This is an optimization exercise on Yosys and OpenROAD, whose aim is small area, a short achievable clock period and few clock cycles, not a production implementation.
The RTL was checked by simulation tests, not by an equivalence proof against the original design.

## flow/run.sh

```bash
#!/bin/bash
# synth_recipe.tcl (not shown) runs the flow's synth.tcl, then flattens the netlist and writes it again
# the make line also repeats each setting of config.mk as NAME=value (left out here)
make -C /OpenROAD-flow-scripts/flow DESIGN_CONFIG=/design/flow/config.mk WORK_HOME=/design/flow/orfs CLKGATE_MAP_FILE= SYNTH_SCRIPT=/design/flow/synth_recipe.tcl finish
```

## flow/config.mk

```make
export PLATFORM = sky130hd
export DESIGN_NAME = cmp_coder
export DESIGN_NICKNAME = cmp_coder
export VERILOG_FILES = /design/flow/design.v
export SDC_FILE = /design/flow/constraint.sdc
export NUM_CORES = 4
export LEC_CHECK = 0
export CAP_MARGIN = 20
export CORE_MARGIN = 2
export CORE_UTILIZATION = 40
export SLEW_MARGIN = 20
```

## flow/constraint.sdc

```tcl
create_clock -name core_clock -period 15.0 [get_ports {clk}]
set_input_delay 3.0000 -clock core_clock [delete_from_list [all_inputs] [get_ports {clk}]]
set_output_delay 3.0000 -clock core_clock [all_outputs]
set_load 0.01 [all_outputs]
```

## flow/design.v

```verilog
module cmp_coder (
    input  wire        clk,
    input  wire        rst,
    input  wire        in_valid,
    output wire        in_ready,
    input  wire [15:0] in_x,
    input  wire [15:0] in_nb,
    input  wire [8:0]  cfg_nwords,     
    input  wire [2:0]  cfg_avg,        
    input  wire [3:0]  cfg_k,          
    input  wire [7:0]  cfg_a,
    input  wire [7:0]  cfg_b,
    input  wire [7:0]  cfg_c,
    input  wire [9:0]  cfg_neighbour,
    input  wire        cfg_nb_use,
    output reg         out_valid,
    input  wire        out_ready,
    output reg  [31:0] out_data,
    output reg         out_last,
    output reg  [23:0] out_bits,
    output reg  [8:0]  out_escapes,
    output reg  [63:0] out_header,
    output reg         out_coded
);
    reg        busy;           
    reg [8:0]  in_cnt;         
    reg [8:0]  n_words;
    reg [4:0]  w;
    reg [3:0]  k;
    reg signed [7:0] ca, cb, cc;
    reg [9:0]  neighbour;
    reg        nb_use;
    reg [15:0] x1, x2;         
    reg        p_valid;
    reg [8:0]  p_ones;
    reg [15:0] p_tail;
    reg [4:0]  p_len;
    reg [63:0] acc;
    reg [6:0]  acc_cnt;
    reg [23:0] bits;
    reg [8:0]  escapes;
    wire [15:0] wmask = (16'hFFFF >> (5'd16 - w));
    wire [15:0] xin   = in_x & wmask;
    wire [15:0] nbin  = nb_use ? (in_nb & wmask) : 16'd0;
    wire signed [25:0] sum = ca * $signed({1'b0, x1})
                           + cb * $signed({1'b0, x2})
                           + cc * $signed({1'b0, nbin});
    wire signed [25:0] sum_sh = sum >>> 6;
    wire signed [19:0] pre = sum_sh[19:0];
    wire [15:0] pred = (pre < 0)                          ? 16'd0 :
                       (pre > $signed({4'd0, wmask}))     ? wmask :
                                                            pre[15:0];
    wire signed [17:0] e = $signed({2'b00, xin}) - $signed({2'b00, pred});
    wire [17:0] u = e[17] ? (~e << 1) | 18'd1 : (e << 1);      
    wire [17:0] qfull = u >> k;
    wire        esc = |(u >> ({1'b0, k} + 5'd8));
    wire [15:0] kmask = ~(16'hFFFF << k);
    wire [15:0] rem = u[15:0] & kmask;
    wire        first = !busy;
    reg  [8:0]  c_ones;
    reg  [15:0] c_tail;
    reg  [4:0]  c_len;
    always @(*) begin
        if (first) begin
            c_ones = 9'd0;
            c_tail = in_x & (16'hFFFF >> (5'd16 - (5'd12 + {2'b00, cfg_avg})));
            c_len  = 5'd12 + {2'b00, cfg_avg};
        end else if (esc) begin
            c_ones = 9'd256;
            c_tail = xin;
            c_len  = w;
        end else begin
            c_ones = qfull[8:0];
            c_tail = rem << 1;
            c_len  = {1'b0, k} + 5'd1;
        end
    end
    wire        all_in   = busy && (in_cnt == n_words);
    wire        out_free = !out_valid || out_ready;
    wire        pop_mid  = out_free && (acc_cnt > 7'd32);
    wire        pop_last = out_free && all_in && !p_valid && (acc_cnt <= 7'd32);
    wire        pop      = pop_mid || pop_last;
    wire [6:0]  cnt_pop  = pop_mid  ? acc_cnt - 7'd32 :
                           pop_last ? 7'd0 : acc_cnt;
    wire        can_app  = p_valid && (cnt_pop <= 7'd32);
    wire [9:0]  p_total  = {1'b0, p_ones} + {5'd0, p_len};
    wire        p_whole  = (p_total <= 10'd32);
    reg  [31:0] chunk;
    reg  [5:0]  chunk_n;
    always @(*) begin
        if (p_whole) begin
            chunk   = ~(32'hFFFFFFFF << p_ones) | ({16'd0, p_tail} << p_ones);
            chunk_n = p_total[5:0];
        end else if (p_ones >= 9'd32) begin
            chunk   = 32'hFFFFFFFF;
            chunk_n = 6'd32;
        end else begin
            chunk   = ~(32'hFFFFFFFF << p_ones);
            chunk_n = p_ones[5:0];
        end
    end
    wire        p_done  = can_app && p_whole;
    assign in_ready = !rst && (!busy || (in_cnt != n_words && (!p_valid || p_done)));
    wire        in_fire = in_valid && in_ready;
    wire [63:0] acc_pop = pop_mid  ? {32'd0, acc[63:32]} :
                          pop_last ? 64'd0 : acc;
    wire [12:0] raw_bits  = n_words * w;
    wire [7:0]  raw_words = raw_bits[12:5] + {7'd0, |raw_bits[4:0]};
    wire [18:0] cod_words = bits[23:5] + {18'd0, |bits[4:0]} + 19'd2;
    always @(posedge clk) begin
        if (rst) begin
            busy      <= 1'b0;
            in_cnt    <= 9'd0;
            p_valid   <= 1'b0;
            acc       <= 64'd0;
            acc_cnt   <= 7'd0;
            out_valid <= 1'b0;
        end else begin
            if (out_valid && out_ready)
                out_valid <= 1'b0;
            if (pop) begin
                out_valid <= 1'b1;
                out_data  <= acc[31:0];
                out_last  <= pop_last;
                out_bits  <= bits;
                out_escapes <= escapes;
                out_header  <= {neighbour, cc, cb, ca, 2'b00, k, bits};
                out_coded   <= cod_words < {11'd0, raw_words};
            end
            if (can_app) begin
                acc     <= acc_pop | ({32'd0, chunk} << cnt_pop);
                acc_cnt <= cnt_pop + {1'b0, chunk_n};
                bits    <= bits + {18'd0, chunk_n};
            end else begin
                acc     <= acc_pop;
                acc_cnt <= cnt_pop;
            end
            if (can_app) begin
                if (p_whole)
                    p_valid <= 1'b0;
                else
                    p_ones <= p_ones - {3'd0, chunk_n};
            end
            if (pop_last)
                busy <= 1'b0;
            if (in_fire) begin
                p_valid <= 1'b1;
                p_ones  <= c_ones;
                p_tail  <= c_tail;
                p_len   <= c_len;
                if (first) begin
                    busy      <= 1'b1;
                    in_cnt    <= 9'd1;
                    n_words   <= cfg_nwords;
                    w         <= 5'd12 + {2'b00, cfg_avg};
                    k         <= cfg_k;
                    ca        <= cfg_a;
                    cb        <= cfg_b;
                    cc        <= cfg_c;
                    neighbour <= cfg_neighbour;
                    nb_use    <= cfg_nb_use;
                    x1        <= c_tail;
                    x2        <= c_tail;
                    bits      <= 24'd0;
                    escapes   <= 9'd0;
                end else begin
                    in_cnt  <= in_cnt + 9'd1;
                    x1      <= xin;
                    x2      <= x1;
                    if (esc)
                        escapes <= escapes + 9'd1;
                end
            end
        end
    end
endmodule
```

==> flow_summary.html <==
<table>
<tr><th>Metric</th><th>Value</th></tr>
<tr><th colspan="2">Run status</th></tr>
<tr><td>Run status</td><td>timing/DRC/antenna clean</td></tr>
<tr><th colspan="2">Global routing</th></tr>
<tr><td>Number of global-route vias before repair</td><td>30700</td></tr>
<tr><td>Antenna violations before repair</td><td>2</td></tr>
<tr><td>Global-route wire length before repair</td><td>185000 µm</td></tr>
<tr><td>Largest net degree at the start of global routing</td><td>75</td></tr>
<tr><td>Sum of overflow across all layers after global routing</td><td>0</td></tr>
<tr><td>All-layer global routing usage</td><td>25.1%</td></tr>
<tr><th colspan="2">Cells and area</th></tr>
<tr><td>Layout Area Growth over Synthesis</td><td>16.7%</td></tr>
<tr><td>Commonest non-fill, non-tap cell in the layout</td><td>inv_1</td></tr>
<tr><td>Proportion of layout cells with a drive suffix above 1</td><td>9.30%</td></tr>
<tr><td>Commonest non-fill, non-tap cells in the layout</td><td>inv_1, nand2_1, fa_1, nor2_1, and2_1</td></tr>
<tr><td>Number of non-filler instances in the completed layout</td><td>5561</td></tr>
<tr><td>Number of nets in the finished design</td><td>5018</td></tr>
<tr><th colspan="2">Setup path</th></tr>
<tr><td>Critical path data arrival time</td><td>14.91 ns</td></tr>
<tr><td>Setup CP Type</td><td>in2reg</td></tr>
<tr><td>Most Frequent Cell on Critical Path</td><td>fa_1</td></tr>
<tr><td>Top fanout value on the critical path</td><td>7</td></tr>
<tr><td>Worst endpoint required time</td><td>15.34 ns</td></tr>
<tr><td>Nature of the critical path startpoint</td><td>primary input</td></tr>
<tr><td>Largest stage delay, worst path</td><td>0.55 ns</td></tr>
<tr><td>Cell type of the slowest stage on the worst timing path</td><td>fa_1</td></tr>
<tr><td>Critical path capture point type</td><td>flop</td></tr>
<tr><th colspan="2">Floorplanning</th></tr>
<tr><td>Std-Cell Core Area</td><td>0.0915 mm²</td></tr>
<tr><td>Chip height</td><td>308 µm</td></tr>
<tr><td>Top Ports</td><td>220</td></tr>
<tr><td>Total die area</td><td>0.0947 mm²</td></tr>
<tr><td>Site row count</td><td>111</td></tr>
<tr><td>Horizontal die dimension</td><td>308 µm</td></tr>
<tr><td>Effective utilization at floorplan</td><td>40.3%</td></tr>
<tr><th colspan="2">Min path</th></tr>
<tr><td>Class of the tightest hold or removal check</td><td>reg2reg</td></tr>
<tr><th colspan="2">CTS</th></tr>
<tr><td>CTS Hold Bufs</td><td>0</td></tr>
<tr><td>Maximum buffer depth of the clock tree</td><td>3</td></tr>
<tr><td>Clk slew on worst S/H paths</td><td>0.06 ns</td></tr>
<tr><td>CTS Sinks</td><td>335</td></tr>
<tr><td>Insertion delay of the later-clocked pin in the worst-skew pair</td><td>0.63 ns</td></tr>
<tr><td>Depth of the CTS H-tree</td><td>2</td></tr>
<tr><td>Clock buffers created by TritonCTS</td><td>42</td></tr>
<tr><td>Cell at the root of the clock tree</td><td>clkbuf_16</td></tr>
<tr><td>Clock tree from TritonCTS</td><td>done</td></tr>
<tr><th colspan="2">STA</th></tr>
<tr><td>Headroom to the max-slew limit</td><td>26.4%</td></tr>
<tr><td>Slew at the pin closest to its max-slew limit</td><td>1.10 ns</td></tr>
<tr><td>Slew Limit Fails</td><td>0</td></tr>
<tr><td>Fmax</td><td>68.6 MHz</td></tr>
<tr><td>Final setup fails</td><td>0</td></tr>
<tr><td>Ratio of final minimum period to clock period</td><td>97.1%</td></tr>
<tr><td>Time the worst path needs with I/O delays and setup</td><td>14.57 ns</td></tr>
<tr><td>Final Hold Vio Count</td><td>0</td></tr>
<tr><td>Setup Skew</td><td>0.0623 ns</td></tr>
<tr><th colspan="2">Placed design</th></tr>
<tr><td>Buffers on Ports</td><td>217</td></tr>
<tr><td>Final Wtd Congestion</td><td>0.983</td></tr>
<tr><td>Post-detail-place hpwl</td><td>91800 µm</td></tr>
<tr><td>Number of placed instances, taps included</td><td>5476</td></tr>
<tr><th colspan="2">Route</th></tr>
<tr><td>DRC errors left</td><td>0</td></tr>
<tr><td>Detailed router's first-iteration violation count</td><td>3359</td></tr>
<tr><td>Number of detailed-route iterations in the first pass</td><td>8</td></tr>
<tr><td>Wire length after detailed routing</td><td>118000 µm</td></tr>
<tr><td>Remaining antenna violation count</td><td>0</td></tr>
<tr><td>Vias after detailed routing</td><td>31412</td></tr>
<tr><td>Routed wire length per instance</td><td>21.2 µm</td></tr>
<tr><td>Drt via density</td><td>5.65</td></tr>
<tr><th colspan="2">Synthesis</th></tr>
<tr><td>Avg Cell Area, Syn</td><td>9.05 µm²</td></tr>
<tr><td>Cell type with the largest total area after synthesis</td><td>edfxtp_1</td></tr>
<tr><td>Distinct cells, synth</td><td>94</td></tr>
<tr><td>Sequential-to-total area share from yosys stat</td><td>25.0%</td></tr>
<tr><td>Number of synthesized flops with an enable pin</td><td>252</td></tr>
<tr><td>Synth async-reset ratio</td><td>0%</td></tr>
<tr><td>Cell types occupying the most area after synthesis</td><td>edfxtp_1, fa_1, ha_1, inv_1, dfxtp_1</td></tr>
<tr><td>Total of warnings raised by yosys</td><td>1</td></tr>
<tr><td>Gate Count Post-Synth</td><td>4078</td></tr>
<tr><td>Register bit total from synthesis</td><td>335</td></tr>
<tr><td>Share of the synthesized area in the top cell type</td><td>20.5%</td></tr>
<tr><td>Cell Area, Synth</td><td>0.0369 mm²</td></tr>
<tr><td>Most used DFF post-synth</td><td>edfxtp_1</td></tr>
<tr><th colspan="2">Flow run</th></tr>
<tr><td>Max_cap viols</td><td>0</td></tr>
</table>
## kinds of logic after synthesis
| group | after synthesis | synth area share [%] |
|---|---|---|
| mux | 82 | 2.80 |
| compound gates | 848 | 15.8 |
| fa+ha+maj | 591 | 27.5 |
| xor+xnor | 145 | 3.44 |
| other cells | 1 | 0.0102 |
| flops | 335 | 25.0 |
| buf+inv | 781 | 8.31 |
| simple gates | 1295 | 17.2 |
## worst max-delay path: cells and delay by family
family          cells  cell delay [ns]
compound gates     18             3.54
mux                 2             0.86
fa+ha+maj          10             4.40
buf+inv             8             1.15
simple gates        8             1.62
xor+xnor            2             0.30
## final timing paths
| path | from | endpoint | slack (ns) | cells past startpoint |
|---|---|---|---|---|
| min | neighbour[8]$_DFFE_PP_ | out_header[62]$_DFFE_PP_ | 0.42 | 0 |
| max | in_nb[5] | p_tail[14]$_DFFE_PP_ | 0.43 | 48 |
| max reg2reg | w[0]$_DFFE_PP_ | p_tail[14]$_DFFE_PP_ | 0.96 | 54 |
| min reg2reg | neighbour[8]$_DFFE_PP_ | out_header[62]$_DFFE_PP_ | 0.42 | 0 |
## synth_stat cells (all sizes together) (83+ instances only)
master	n
xnor2	96
fa	365
inv	535
ha	226
nor2	260
clkbuf	167
o21ai	133
edfxtp	252
dfxtp	83
nand2	403
and2	259
a21oi	209
## stage by stage
stage	instance area (µm²)	setup TNS (ns)	setup WS [ns]	hold WS [ns]	util, %
4_1_cts	42900	0	0.0430	0.416	46.8
2_1_floorplan	36900	0	0.303	0.400	-
5_1_grt	43100	-0.000171	-0.000171	0.426	47.1
3_3_place_gp	41400	-21.42	-0.657	0.401	45.2
6_report	43100	0	0.432	0.416	47.1
3_5_place_dp	41400	-31.41	-0.940	0.405	45.2
## state kept, by name, summed over array words and instances, names as in the netlist, 9 cells and up
register and count:
out_bits 23, p_ones 9, neighbour 10, out_escapes 9
x1 16, x2 16, n_words 9, out_data 32
bits 24, acc 64, out_header 39, p_tail 16
escapes 9, in_cnt 9
## routing by layer
layer	track usage [%]	wire length (µm)	vias to the layer above
met5	0	11	-
met4	5.65	2820	2
met3	3.59	9070	171
met2	38.3	51400	1260
met1	37.5	54400	15482
li1	-	-	14497
## cell type report
cell class	count	area [µm²]
tap	1186	1480
timing repair buffer	457	4030
inverter	541	2030
sequential	335	9230
fill	8802	48400
antenna	1	2.50
clock buffer	53	1130
clock inverter	25	325
multi-input combinational	2963	24800
## timing repair
item                       4_1_cts  5_1_grt
setup buffers                    0        5
pin swaps                        0       12
gates resized for setup          4       39
setup endpoints to repair       38       39
Testbench counts, summed over its fixed seeds: cycles 26,356.

separate check: timing with driven ports:
The results above use ideal ports. As a check the final layout listed here was re-extracted and re-timed, cells and wires unchanged.
Step 1: set_driving_cell puts a clkbuf_16 on clk and a buf_2 on each other input, an assumption about the parent block.
Step 2 times the ports against the registers' clock, not the clock port: input delays grow and output delays shrink by t, the midpoint of the rising clock arrivals with the driver on.
a / b / c = no drivers / after step 1 / after step 2; a / b = the first two.
t (ns): 0.658
setup slack, ns: 0.432 / 0.474 / -0.184
hold WS [ns]: 0.416 / 0.416 / 0.416
Met with ideal ports but missed after step 2: setup timing in this run. The setup slack of this run moves by +0.042 ns with the drivers and by -0.616 ns with both steps.
